This design comes from an exercise in tuning for small area, a short achievable clock period and few clock cycles on the open sky130 flow, not from production work. Only simulation tests tie the RTL to the original design; equivalence was not proved. No activity file was given, so power comes from the tool's default toggle rates.

[flow/design.v]
module dz3_pq_engine (
    input  wire         clk,
    input  wire         rst_n,
    input  wire         cmd_valid,
    output wire         cmd_ready,
    input  wire [1:0]   cmd_op,
    input  wire [5:0]   cmd_x,
    input  wire [5:0]   cmd_y,
    input  wire         in_valid,
    output wire         in_ready,
    input  wire [127:0] in_p,
    input  wire [127:0] in_q,
    input  wire [127:0] in_d,
    output reg          out_valid,
    output reg  [127:0] out_p,
    output reg  [127:0] out_q
);
    localparam [1:0] OP_ACC   = 2'd0;
    localparam [1:0] OP_ACC_P = 2'd1;
    localparam [1:0] OP_REC1Q = 2'd2;
    localparam [1:0] OP_REC2  = 2'd3;
    localparam [2:0] PH_IDLE = 3'd0;    
    localparam [2:0] PH_POWY = 3'd1;    
    localparam [2:0] PH_POWX = 3'd2;    
    localparam [2:0] PH_POWN = 3'd3;    
    localparam [2:0] PH_INV  = 3'd4;    
    function [7:0] gf_mul;
        input [7:0] a;
        input [7:0] b;
        reg   [7:0] x;
        reg   [7:0] r;
        integer i;
        begin
            r = 8'd0;
            x = a;
            for (i = 0; i < 8; i = i + 1) begin
                if (b[i])
                    r = r ^ x;
                x = {x[6:0], 1'b0} ^ (x[7] ? 8'h1D : 8'h00);
            end
            gf_mul = r;
        end
    endfunction
    function [63:0] gf_mat;
        input [7:0] c;
        reg   [7:0] x;
        integer j;
        begin
            x = c;
            for (j = 0; j < 8; j = j + 1) begin
                gf_mat[8*j +: 8] = x;
                x = {x[6:0], 1'b0} ^ (x[7] ? 8'h1D : 8'h00);
            end
        end
    endfunction
    reg       p_valid;
    reg [1:0] p_op;
    reg [5:0] p_x;
    reg [5:0] p_y;
    reg [2:0] ph;
    reg [2:0] bit_i;
    reg [7:0] r;         
    reg [7:0] A;         
    reg [7:0] T;         
    reg       streaming;
    reg [8:0] bcnt;
    reg [1:0] d_op;
    reg [63:0] m1;
    reg [63:0] m2;
    wire p_ready  = p_valid && (ph == PH_IDLE);
    assign cmd_ready = !p_valid;
    assign in_ready  = streaming || p_ready;
    wire fire_cmd = cmd_valid && !p_valid;
    wire fire_in  = in_valid && in_ready;
    wire first    = !streaming;           
    reg        e_bit;
    always @(*) begin
        case (ph)
            PH_POWY: e_bit = p_y[bit_i];
            PH_POWX: e_bit = p_x[bit_i];
            PH_POWN: e_bit = (bit_i >= 3'd6) ? 1'b1 : ~p_x[bit_i];
            default: e_bit = (bit_i != 3'd0);       
        endcase
    end
    wire [7:0] r_sq   = gf_mul(r, r);
    wire [7:0] base   = (ph == PH_INV) ? A : 8'h02;
    wire [7:0] r_step = e_bit ? gf_mul(r_sq, base) : r_sq;
    wire [7:0] r_fin  = gf_mul(r_step, T);
    always @(posedge clk) begin
        if (!rst_n) begin
            p_valid <= 1'b0;
            ph      <= PH_IDLE;
        end else begin
            if (fire_cmd) begin
                p_valid <= 1'b1;
                p_op    <= cmd_op;
                p_x     <= cmd_x;
                p_y     <= cmd_y;
                r       <= 8'd1;
                A       <= 8'd1;
                case (cmd_op)
                    OP_ACC:   begin ph <= PH_POWX; bit_i <= 3'd5; end
                    OP_ACC_P: begin ph <= PH_IDLE; r <= 8'd0;    end
                    OP_REC1Q: begin ph <= PH_POWN; bit_i <= 3'd7; end
                    default:  begin ph <= PH_POWY; bit_i <= 3'd5; end
                endcase
            end else if (fire_in && first) begin
                p_valid <= 1'b0;
            end
            if (ph != PH_IDLE) begin
                r     <= r_step;
                bit_i <= bit_i - 3'd1;
                if (bit_i == 3'd0) begin
                    case (ph)
                        PH_POWY: begin
                            T     <= r_step;
                            r     <= 8'd1;
                            ph    <= PH_POWX;
                            bit_i <= 3'd5;
                        end
                        PH_POWX: begin
                            if (p_op == OP_REC2) begin
                                A     <= r_step ^ T;
                                r     <= 8'd1;
                                ph    <= PH_INV;
                                bit_i <= 3'd7;
                            end else begin
                                ph    <= PH_IDLE;
                            end
                        end
                        PH_POWN: begin
                            A  <= r_step;
                            r  <= 8'd0;
                            ph <= PH_IDLE;
                        end
                        default: begin
                            A  <= r_step;
                            r  <= r_fin;
                            ph <= PH_IDLE;
                        end
                    endcase
                end
            end
        end
    end
    always @(posedge clk) begin
        if (!rst_n) begin
            streaming <= 1'b0;
            bcnt      <= 9'd0;
        end else if (fire_in) begin
            if (first) begin
                streaming <= 1'b1;
                bcnt      <= 9'd1;
            end else if (bcnt == 9'd257) begin
                streaming <= 1'b0;
                bcnt      <= 9'd0;
            end else begin
                bcnt      <= bcnt + 9'd1;
            end
        end
    end
    always @(posedge clk) begin
        if (fire_in && first) begin
            d_op <= p_op;
            m1   <= gf_mat(r);
            m2   <= gf_mat(A);
        end
    end
    wire       in_op_rec = first ? p_op[1] : d_op[1];    
    reg          s_v;
    reg  [127:0] s_a;      
    reg  [127:0] s_q;      
    reg  [127:0] s_e;      
    always @(posedge clk) begin
        if (!rst_n) begin
            s_v       <= 1'b0;
            out_valid <= 1'b0;
        end else begin
            s_v       <= fire_in;
            out_valid <= s_v;
        end
    end
    always @(posedge clk) begin
        s_a <= in_op_rec ? in_p : in_d;
        s_q <= in_q;
        s_e <= in_op_rec ? in_p : (in_p ^ in_d);
    end
    wire d_rec   = d_op[1];
    wire d_rec1q = (d_op == OP_REC1Q);
    wire d_rec2  = (d_op == OP_REC2);
    reg [127:0] res_p;
    reg [127:0] res_q;
    reg [7:0]   sum, a, q, e;
    integer n, i, j;
    always @(*) begin
        for (n = 0; n < 16; n = n + 1) begin
            a = s_a[8*n +: 8];
            q = s_q[8*n +: 8];
            e = s_e[8*n +: 8];
            for (i = 0; i < 8; i = i + 1) begin
                sum[i] = 1'b0;
                for (j = 0; j < 8; j = j + 1)
                    sum[i] = sum[i] ^ (m1[8*j+i] & a[j]) ^ (m2[8*j+i] & q[j]);
            end
            res_p[8*n +: 8] = d_rec ? sum : e;
            res_q[8*n +: 8] = (d_rec1q ? 8'd0 : sum) ^ (d_rec2 ? e : 8'd0);
        end
    end
    always @(posedge clk) begin
        out_p <= res_p;
        out_q <= res_q;
    end
endmodule
[flow/run.sh]
#!/bin/bash
# synth_recipe.tcl (not shown) runs the flow's synth.tcl, then flattens the netlist and writes it again
# the make line also repeats each setting of config.mk as NAME=value (left out here)
make -C /OpenROAD-flow-scripts/flow DESIGN_CONFIG=/design/flow/config.mk WORK_HOME=/design/flow/orfs CLKGATE_MAP_FILE= SYNTH_SCRIPT=/design/flow/synth_recipe.tcl finish
[flow/config.mk]
export PLATFORM = sky130hd
export DESIGN_NAME = dz3_pq_engine
export DESIGN_NICKNAME = dz3_pq_engine
export VERILOG_FILES = /design/flow/design.v
export SDC_FILE = /design/flow/constraint.sdc
export NUM_CORES = 4
export LEC_CHECK = 0
export CAP_MARGIN = 20
export CORE_MARGIN = 2
export CORE_UTILIZATION = 30
export PLACE_DENSITY = 0.5
export SLEW_MARGIN = 20
[flow/constraint.sdc]
create_clock -name core_clock -period 6.5 [get_ports {clk}]
set_input_delay 1.3000 -clock core_clock [delete_from_list [all_inputs] [get_ports {clk}]]
set_output_delay 1.3000 -clock core_clock [all_outputs]
set_load 0.01 [all_outputs]
==> flow_results.xml <==
<?xml version="1.0" encoding="UTF-8"?>
<metrics>
  <group name="floorplanning">
    <metric name="floorplan.die_area" unit="sq um">185000</metric>
    <metric name="dieWidth" unit="um">430</metric>
    <metric name="core_area" unit="sq um">181000</metric>
    <metric name="fp-row-count" unit="">156</metric>
    <metric name="die_h" unit="um">430</metric>
    <metric name="initial_utilization" unit="%">30.1</metric>
    <metric name="design.portCount" unit="">661</metric>
  </group>
  <group name="placement">
    <metric name="portBuffers" unit="">660</metric>
    <metric name="dp_hpwl" unit="um">153000</metric>
    <metric name="dp.cells" unit="">9870</metric>
    <metric name="gp_congestion" unit="">0.851</metric>
  </group>
  <group name="logic_synthesis">
    <metric name="ys_dominant_reg_cell" unit="">sky130_fd_sc_hd__dfxtp_1</metric>
    <metric name="postSynthCellCount" unit="">7328</metric>
    <metric name="synthesis.area_per_instance" unit="sq um">7.43</metric>
    <metric name="synth.cell_area" unit="sq um">54400</metric>
    <metric name="synth-async-reset-ratio" unit="%">0</metric>
    <metric name="syn_nets" unit="">7738</metric>
    <metric name="ys_types" unit="">83</metric>
    <metric name="synth-edff-count" unit="">101</metric>
    <metric name="yosys_warnings" unit="">1</metric>
    <metric name="yosys_register_bits" unit="">757</metric>
    <metric name="synth.yosys.seq_area_share" unit="%">29.7</metric>
  </group>
  <group name="sta">
    <metric name="rsz_0062_raised_after_global_routing" unit="">false</metric>
    <metric name="finalHoldViolCount" unit="">0</metric>
    <metric name="tightestPinTransition" unit="ps">1040</metric>
    <metric name="final-setup-viol-count" unit="">0</metric>
    <metric name="post-route-period-util" unit="%">92.3</metric>
    <metric name="final-max-slew-violation-count" unit="">0</metric>
    <metric name="setup_tns_final" unit="ps">0</metric>
    <metric name="finalCriticalPeriod" unit="ps">6000</metric>
    <metric name="relSlewSlack" unit="%">30.3</metric>
    <metric name="worst_clock_skew" unit="ps">54.1</metric>
    <metric name="max_clock_freq" unit="GHz">0.167</metric>
  </group>
  <group name="clocking">
    <metric name="cts.repair_timing.setup_buffer_count" unit="">0</metric>
    <metric name="htreeDepth" unit="">3</metric>
    <metric name="cts_max_path_buffers" unit="">3</metric>
    <metric name="tritoncts_clock_tree" unit="">built</metric>
    <metric name="cts_sinks" unit="">757</metric>
    <metric name="cts-hold-fix-buffers" unit="">0</metric>
    <metric name="post_cts_clock_slew_at_the_launch_and_capture_registers_of_the_worst_setup_and_hold_paths" unit="ps">60</metric>
    <metric name="cts_root_buffer" unit="">sky130_fd_sc_hd__clkbuf_16</metric>
    <metric name="cts_buffers" unit="">91</metric>
    <metric name="clock_latency" unit="ps">750</metric>
  </group>
  <group name="outcome">
    <metric name="run_status" unit="">timing/DRC/antenna clean</metric>
  </group>
  <group name="grt">
    <metric name="first_pass_grt_wire_length" unit="um">325000</metric>
    <metric name="antenna_found_initial" unit="">17</metric>
    <metric name="global_route.usage.total" unit="%">23.6</metric>
    <metric name="largest_net_degree_at_the_start_of_global_routing" unit="">181</metric>
    <metric name="grt.overflow.total" unit="">0</metric>
    <metric name="first_global_vias" unit="">47200</metric>
  </group>
  <group name="power">
    <metric name="sequentialPowerShare" unit="%">23.9</metric>
    <metric name="total_leakage_power" unit="nW">25.4</metric>
    <metric name="netSwitchingPower" unit="mW">11.9</metric>
    <metric name="switching_share" unit="%">41.1</metric>
    <metric name="p_comb_share" unit="%">58.2</metric>
    <metric name="max-vdd-ir-drop" unit="mV">0.362</metric>
    <metric name="internal_power" unit="mW">17.0</metric>
    <metric name="clockPowerShare" unit="%">17.9</metric>
    <metric name="power_per_cell_area" unit="nW/um^2">438</metric>
  </group>
  <group name="worst_setup_path">
    <metric name="startpoint_type" unit="">flop</metric>
    <metric name="cp.required" unit="ps">6960</metric>
    <metric name="cp_data_arrival_time" unit="ps">6460</metric>
    <metric name="timing.critical_path.fanout_max" unit="">14</metric>
    <metric name="timing_worst_setup_path_type" unit="">flop to flop</metric>
    <metric name="worstSetupEndpointType" unit="">flop</metric>
  </group>
  <group name="detailed_routing">
    <metric name="routed_wire_length_per_instance" unit="um">22.4</metric>
    <metric name="antenna_violating_nets_post_route" unit="">0</metric>
    <metric name="via_count" unit="">48900</metric>
    <metric name="drt-initial-drc-count" unit="">4430</metric>
    <metric name="routed_via_density" unit="">4.86</metric>
    <metric name="drt_first_pass_iters" unit="">5</metric>
    <metric name="wl" unit="um">225000</metric>
    <metric name="detail_route.drc_violations" unit="">0</metric>
  </group>
  <group name="layout">
    <metric name="fin_util" unit="%">36.5</metric>
    <metric name="final_layout_size_suffix_gt1_share" unit="%">4.31</metric>
    <metric name="finish.cell_count_without_fillers" unit="">10100</metric>
    <metric name="area.growth.synth_to_final" unit="%">21.0</metric>
    <metric name="nNetsFinal" unit="">8003</metric>
  </group>
  <group name="flow_run">
    <metric name="cap_violations" unit="">0</metric>
  </group>
  <group name="min_path">
    <metric name="worst_hold_path_type" unit="">flop to flop</metric>
  </group>
</metrics>
==> through the flow <==
step	area [sq um]	hold WS (ps)	setup WS (ps)	power, mW
global placement	62700	420	480	23.6
floorplan	54400	412	1160	17.7
global route	65800	462	40.7	30.6
CTS	65800	442	414	29.0
detailed placement	62800	428	433	23.7
finish	65800	437	497	28.8
==> cells by family after synthesis <==
| logic type | Yosys count | synth area share, % |
|---|---|---|
| AO/OA/AOI/OAI | 519 | 5.18 |
| AND/OR/NAND/NOR | 3113 | 22.6 |
| multiplexers | 18 | 0.393 |
| adder cells (fa/ha/maj) | 8 | 0.184 |
| flip-flops | 757 | 29.7 |
| buffers and inverters | 660 | 4.66 |
| XOR/XNOR | 2253 | 37.3 |
==> worst max-delay path, stage by stage (launching register included) <==
cell	delay, ps
sky130_fd_sc_hd__edfxtp_1	860
sky130_fd_sc_hd__buf_4	270
sky130_fd_sc_hd__buf_4	150
sky130_fd_sc_hd__nand4b_1	110
sky130_fd_sc_hd__o21ai_0	150
sky130_fd_sc_hd__a221oi_1	280
sky130_fd_sc_hd__o211a_1	290
sky130_fd_sc_hd__xor3_1	470
sky130_fd_sc_hd__xnor2_1	320
sky130_fd_sc_hd__xor2_1	160
sky130_fd_sc_hd__o32ai_1	310
sky130_fd_sc_hd__xor2_1	250
sky130_fd_sc_hd__mux2_4	340
sky130_fd_sc_hd__nand2_4	70
sky130_fd_sc_hd__xnor3_2	440
sky130_fd_sc_hd__xnor3_1	340
sky130_fd_sc_hd__nand2_1	80
sky130_fd_sc_hd__xnor3_1	400
sky130_fd_sc_hd__xnor3_1	400
sky130_fd_sc_hd__o22ai_2	70
==> registers in the layout, summed over array words and instances, names as in the netlist, 2 cells and up <==
signal	cells
A	8
s_a	128
m1	29
s_q	128
ph	3
r	8
p_y	6
d_op	2
T	8
bcnt	9
s_e	128
p_op	2
out_q	128
out_p	128
p_x	6
m2	29
bit_i	3
==> layout make-up <==
| class | instances | area (sq um) |
|---|---|---|
| Inverter | 25 | 93.8 |
| Fill cell | 18700 | 115000 |
| Tap cell | 2370 | 2970 |
| Clock buffer | 132 | 2620 |
| Timing Repair Buffer | 807 | 7810 |
| Clock inverter | 33 | 348 |
| Sequential cell | 757 | 16200 |
| Antenna cell | 21 | 52.6 |
| Multi-Input combinational cell | 5911 | 35800 |
==> power groups by stage <==
stage | combinational (mW) | clock (mW) | sequential [mW]
6_report | 16.8 | 5.16 | 6.90
5_1_grt | 18.1 | 5.49 | 7.00
4_1_cts | 16.8 | 5.32 | 6.89
3_5_place_dp | 16.7 | 0 | 6.97
3_3_place_gp | 16.6 | 0 | 6.99
2_1_floorplan | 10.9 | 0 | 6.79
==> cells in the mapped netlist, drive strengths merged, types with 4 or more instances <==
library cell,instances,area (sq um)
nand4,7,43.8
a21oi,158,802
a211oi,6,67.6
clkbuf,591,2220
o21ai,300,1500
o211a,4,40.0
inv,25,93.8
and2,10,62.6
nor2b,9,56.3
buf,44,219
and3,148,926
nand3,25,138
nor3,14,70.1
xnor2,1648,14500
mux2,4,48.8
xor2,572,5080
edfxtp,101,3030
nand2,2551,9590
o211ai,4,30.0
ha,8,100
a22oi,8,60.1
or3,5,31.3
mux2i,12,120
o22ai,11,75.1
nor2,320,1210
dfxtp,656,13100
nand2b,8,50.1
xnor3,30,678
==> per-layer routing <==
metal	vias to the layer above	global-route usage [%]	wire [um]
met5	-	0	0
met4	0	9.96	9380
met3	461	3.81	15900
met2	2100	39.2	105000
met1	23300	30.2	94300
li1	23000	-	-
==> layout by cell type, fill, tap and decap left out, drive strengths merged, types with 4 or more instances in the layout <==
cell type / instances
ha: 8
xor2: 572
inv: 31
o22ai: 11
o211ai: 4
edfxtp: 101
o211a: 4
mux2i: 12
o21ai: 300
diode: 21
a211oi: 6
mux2: 4
nor3: 14
clkdlybuf4s50: 660
xnor3: 30
buf: 147
a22oi: 8
clkinv: 20
nor2: 320
dfxtp: 656
nand3: 25
nand2b: 8
xnor2: 1648
clkbuf: 132
bufinv: 4
or3: 5
and2: 10
nand4: 7
a21oi: 158
nor2b: 9
and3: 148
nand2: 2551
==> timing repair <==
item	4_1_cts	5_1_grt
setup endpoints to repair	0	2
gates resized for setup	0	2
endpoints found under the hold margin	0	0
==> worst paths after layout <==
check / startpoint / to / slack (ps) / cells after the start
setup / recovery: r[7]$_SDFFCE_PP0P_ / r[3]$_SDFFCE_PP0P_ / 500 / 19
hold / removal: s_v$_SDFF_PN0_ / out_valid$_SDFF_PN0_ / 440 / 1
setup reg to reg: r[7]$_SDFFCE_PP0P_ / r[3]$_SDFFCE_PP0P_ / 500 / 19
hold reg to reg: s_v$_SDFF_PN0_ / out_valid$_SDFF_PN0_ / 440 / 1
Testbench counts, summed over its fixed seeds: cycles 49,614.

[separate check: timing with driven ports]
In the flow no input, the clock included, has a driving cell. The finished layout below was timed again as built, in two steps. Step 1 assumes that a clkbuf_16 drives the clock port and a buf_2 every other input. Step 2, shift: input delay + t, output delay - t, t = (earliest + latest rising clock arrival at the registers) / 2. This alone moves slack from input paths to output paths. Slacks: no drivers / after step 1 / after step 2; pairs: no drivers / after step 1.
t (ns): 0.806
slack for setup (ns): 0.497 / 0.497 / 0.497
cell pins on the clock port's net: 1
After both steps setup and hold are still met in this run. For this run, drivers alone change the setup slack by 0.000 ns; drivers and shift together by 0.000 ns.
